This design comes from an exercise in tuning for small area, a short achievable clock period and few clock cycles per item on the open sky130 flow, not from production work.
RTL that was checked went through simulation tests only; none was proved equivalent to the original.
Power figures rest on the tool's default switching activity, not on a simulated workload.

## bfe_rho
module bfe_rho (
    input  wire               clk,
    input  wire               rst,
    input  wire               in_valid,
    output wire               in_ready,
    input  wire               in_last,
    input  wire               in_elided,
    input  wire signed [15:0] in_w_i,
    input  wire signed [15:0] in_w_q,
    output wire               out_valid,
    input  wire               out_ready,
    output wire        [14:0] out_rho,
    output wire               out_null
);
Size: ~2600 cells after synthesis, about 56 I/O pins, roughly 24000 um2 of cells after synthesis.
==> flow/config.mk <==
export PLATFORM = sky130hd
export DESIGN_NAME = bfe_rho
export DESIGN_NICKNAME = bfe_rho
export VERILOG_FILES = /design/flow/design.v
export SDC_FILE = /design/flow/constraint.sdc
export NUM_CORES = 4
export LEC_CHECK = 0
export CAP_MARGIN = 20
export CORE_MARGIN = 2
export CORE_UTILIZATION = 40
export SLEW_MARGIN = 20
==> flow/constraint.sdc <==
create_clock -name core_clock -period 12.0 [get_ports {clk}]
set_input_delay 2.4000 -clock core_clock [delete_from_list [all_inputs] [get_ports {clk}]]
set_output_delay 2.4000 -clock core_clock [all_outputs]
set_load 0.01 [all_outputs]
standard.sh (not shown) runs the stock make flow with config.mk's settings and CLKGATE_MAP_FILE= SYNTH_SCRIPT=/design/flow/synth_recipe.tcl, a recipe that flattens the netlist after the stock synthesis.
==> flow/flow/run.sh <==
#!/bin/bash
# Layout flow: the standard ORFS flow (standard.sh), with
#  - the standard synthesis, unchanged (standard.sh synth);
#  - flow/fa_polarity.py on its netlist: full adders are used on complemented
#    signals where that saves inverters (same cells otherwise, same registers);
#  - ports buffered with buf_2 rather than the default delay buffer;
#  - timing repair aimed at SETUP_SLACK_MARGIN ns of slack at the 12 ns clock;
#  - the further ORFS settings listed in flow/extra.txt, one VAR=value a line.
# Each step's output goes to a log file of its own here.
set -euo pipefail
MARGIN=$(cat flow/margin.txt)
ARGS=("SETUP_SLACK_MARGIN=$MARGIN" "BUFFER_PORTS_ARGS=-buffer_cell sky130_fd_sc_hd__buf_2")
while IFS= read -r line; do
  if [[ -n "$line" ]]; then ARGS+=("$line"); fi
done < flow/extra.txt
RES=orfs/results/sky130hd/bfe_rho/base
bash standard.sh "${ARGS[@]}" synth > flow_synth.log 2>&1
cp $RES/1_2_yosys.v $RES/1_2_yosys.standard.v
python3 flow/fa_polarity.py $RES/1_2_yosys.standard.v $RES/1_2_yosys.v > fa_polarity.log 2>&1
rm -f $RES/1_synth.odb $RES/1_synth.sdc
bash standard.sh "${ARGS[@]}" finish > flow_finish.log 2>&1
==> flow/flow/margin.txt <==
8.6
Other scripts of this flow, unchanged in this note and not shown: flow/flow/extra.txt, flow/flow/fa_polarity.py
Testbench counts at the start, summed over its fixed seeds: cycles 24,472, sets 480.
Next try:
==> flow/flow/margin.txt (replaced) <==
8.8
=> Maximum frequency falls by 1.6%; die area does not change; worst hold slack is about the same; utilization grows by 1.4 points; setup slack degrades by 57 ps; clock skew is about the same.
Next try:
==> flow/flow/margin.txt (replaced) <==
8.4
=>
- fmax goes up by 1.2%
- synthesized area is unchanged
- combinational power goes down by 12%
- sequential power is about the same
- via count went down by about 2.7%
- routed wire length fell by 5.8%
- power drops by about 6%
- hold slack is worse by 6.6 ps
Next try:
==> flow/flow/margin.txt (replaced) <==
9.2
Outcome: The new run passed the timing, DRC and antenna checks. Setup slack got worse by 35 ps. Register-to-register slack improved by 30 ps. Sequential share of layout area falls by 2.8 points. Routed wire length rises by 14%. Area after synthesis stays the same. Total power rises by 20%. Critical path depth falls by 8. Cell area rises by 13%. Global-route usage rises by 1.7 points.

========
Setup of run A:
bfe_rho, a different RTL version from the one above (not shown whole).
Size in the first run: ~56 I/O pins, ~0.024 mm² of cells after synthesis.
==> flow/design.v (excerpt) <==
module bfe_rho (
    input  wire               clk,
    input  wire               rst,
    input  wire               in_valid,
    output wire               in_ready,
    input  wire               in_last,
    input  wire               in_elided,
    input  wire signed [15:0] in_w_i,
    input  wire signed [15:0] in_w_q,
    output wire               out_valid,
    input  wire               out_ready,
    output wire        [14:0] out_rho,
    output wire               out_null
);
    reg        rdy;
    reg        iv, il, ie;
    reg [15:0] wi, wq;
    wire       take = in_valid & rdy;
    always @(posedge clk) begin
        wi <= take ? in_w_i : 16'd0;
        wq <= take ? in_w_q : 16'd0;
        il <= in_last;
        ie <= in_elided;
        iv <= take & ~rst;
    end
    wire pp1, pp2, pp3, pp4, pp5, pp6, pp7, pp8, pp9, pp10, pp11, pp12;
    wire pp13, pp14, pp15, pp16, pp17, pp18, pp19, pp20, pp21, pp22, pp23, pp24;
    wire pp25, pp26, pp27, pp28, pp29, pp30, pp31, pp32, pp33, pp34, pp35, pp36;
  ...
Settings: LEC_CHECK=0, CAP_MARGIN=20, CORE_MARGIN=2, CORE_UTILIZATION=40, SLEW_MARGIN=20; clock period 12.0 ns.
==> flow/flow/extra.txt <==
CTS_CLUSTER_SIZE=30
CTS_CLUSTER_DIAMETER=60
CTS_BUF_LIST=sky130_fd_sc_hd__clkbuf_8
CAP_MARGIN=0
SLEW_MARGIN=0
==> flow/flow/margin.txt <==
8.3
Scripts as last shown in full above: flow/flow/run.sh
Other scripts of this flow, unchanged in this note and not shown: flow/flow/fa_polarity.py
Run A was carried through to the last stage, and its layout satisfied the timing, DRC and antenna checks.
Testbench counts of run A, summed over its fixed seeds: cycles 24,375, sets 480.
### run A -> run B
==> flow/flow/extra.txt <==
CTS_CLUSTER_SIZE=30
CTS_CLUSTER_DIAMETER=60
CTS_BUF_LIST=sky130_fd_sc_hd__clkbuf_8
MATCH_CELL_FOOTPRINT=0
Results
Run B vs. run A: count of inserted antenna diode cells now smaller; count of clock-buffer cells in the layout now larger.
Per the comparison of run B with run A, flip-flop and latch count now sits at about the same level; maximum frequency now sits lower; logic gate share of total power now sits lower.
The run with more routed wire is run B, not run A.
Routed length on met1, run B and run A, higher one = run B.
Final area for run B is higher than for run A.
Going from run A to run B, number of inserted filler cells in the final layout increased by 0.30% relative to the old numbers; shortest period the worst path allows went up by 0.046 ns.
Changes in run C relative to run B:
==> flow/flow/extra.txt <==
CTS_CLUSTER_SIZE=30
CTS_CLUSTER_DIAMETER=60
CTS_BUF_LIST=sky130_fd_sc_hd__clkbuf_8
==> flow/flow/margin.txt <==
8.4
==> comparison <==
Run C finished all stages; the layout is clean. Of run C and run B, the higher global-route usage belongs to run C. From run B to run C the numbers moved as follows: number of signal-net buffers in the layout increased 28, sequential share of layout area lower, internal portion of total power rose about 1.8%, wire length of the first global-routing pass went up about 0.6%. A end of the critical path of out_rho[0] is what run C shows, while out_rho[1] belongs to run B. Run C vs run B, clock power share went down by 0.6 points.

========
## build 76
bfe_rho, a different RTL version from the one above (not shown whole).
For scale: roughly 56 I/O pins, roughly 0.024 mm^2 of cells after synthesis.
==> flow/config.mk <==
export PLATFORM = sky130hd
export DESIGN_NAME = bfe_rho
export DESIGN_NICKNAME = bfe_rho
export VERILOG_FILES = /design/flow/design.v
export SDC_FILE = /design/flow/constraint.sdc
export NUM_CORES = 4
export LEC_CHECK = 0
export CAP_MARGIN = 20
export CORE_MARGIN = 2
export CORE_UTILIZATION = 40
export SLEW_MARGIN = 20
==> flow/constraint.sdc <==
create_clock -name core_clock -period 12.0 [get_ports {clk}]
set_input_delay 2.4000 -clock core_clock [delete_from_list [all_inputs] [get_ports {clk}]]
set_output_delay 2.4000 -clock core_clock [all_outputs]
set_load 0.01 [all_outputs]
==> flow/flow/extra.txt <==
CTS_CLUSTER_SIZE=30
CTS_CLUSTER_DIAMETER=60
GPL_TIMING_DRIVEN=1
==> flow/flow/margin.txt <==
8.4
Scripts as last shown in full above: flow/flow/run.sh
Other scripts of this flow, unchanged in this note and not shown: flow/flow/fa_polarity.py
Build 76: no failed stages, no open violations at the end
Changes in build 24 relative to build 76:
==> flow/flow/extra.txt <==
CTS_CLUSTER_SIZE=30
CTS_CLUSTER_DIAMETER=60
==> run summary <==
Build 76 -> build 24: sequential share of layout area delta 0, exact match
On clock-buffer cell count, build 76 and build 24 are neck and neck.
Area of the multi-input gates came out exactly the same in build 76 and build 24.
Final cell count delta (build 76 -> build 24): insignificant
Delta (build 24 minus build 76): initial standard-cell utilization of the core essentially unchanged; clock network contribution to total cell area essentially unchanged.
Build 76 → build 24: first-iteration DRC count level, total number of H-tree levels saw little to no change.
Relative to build 24, the following input files were edited for build 55:
==> flow/flow/extra.txt <==
CTS_CLUSTER_SIZE=30
CTS_CLUSTER_DIAMETER=60
CTS_BUF_LIST=sky130_fd_sc_hd__clkbuf_8
==> flow/flow/margin.txt <==
8.3
Results
- STATUS wire length of the first global-routing pass: build 55 wins against build 24
- Relative to build 24, the depth of the critical timing path with buffers and inverters included of build 55 is higher by 1.
- Post-route clock period utilization: build 55 vs build 24 up 0.50 points
- NOTE: sequential share of layout area in build 55 exceeds that of build 24
- Every run in the comparison, build 24 and build 55, completed the flow with a clean layout.
Function was not checked in any run of this note: the RTL went through the layout flow alone.

afterwards: timing with drivers on the ports:
How much do the figures lean on ideal ports? The routed layouts below were timed once more, with nothing changed but the port constraints. Step 1 sets driving cells, clkbuf_16 on the clock port and buf_2 on the other inputs (assumed; they add their load-dependent delay and slew). Step 2 times the ports against the registers' clock, not the clock port: input delays grow and output delays shrink by t, the midpoint of the rising clock arrivals with the driver on. Three values: ideal, step 1, step 2; two values: the first two.
run | t (ns) | setup slack, ns | worst register clock-pin slew, ns
the first run of note 1 | 0.619 | 8.416 / 8.353 / 8.129 | 0.09 / 0.09
the second run of note 1 | 0.606 | 8.359 / 8.359 / 8.284 | 0.08 / 0.08
the third run of note 1 | 0.611 | 8.401 / 8.353 / 8.012 | 0.09 / 0.09
the fourth run of note 1 | 0.654 | 8.366 / 8.304 / 8.426 | 0.08 / 0.08
run A | 0.653 | 8.339 / 8.282 / 8.067 | 0.11 / 0.11
run B | 0.645 | 8.293 / 8.238 / 8.103 | 0.11 / 0.11
run C | 0.642 | 8.293 / 8.235 / 8.143 | 0.11 / 0.11
build 76 | 0.599 | 8.396 / 8.359 / 8.029 | 0.08 / 0.08
build 24 | 0.599 | 8.396 / 8.359 / 8.029 | 0.08 / 0.08
build 55 | 0.649 | 8.337 / 8.297 / 7.994 | 0.11 / 0.11
After both steps setup and hold are still met in every run listed. For the third run of note 1, which loses most, drivers alone change the setup slack by -0.048 ns; drivers and shift together by -0.389 ns.
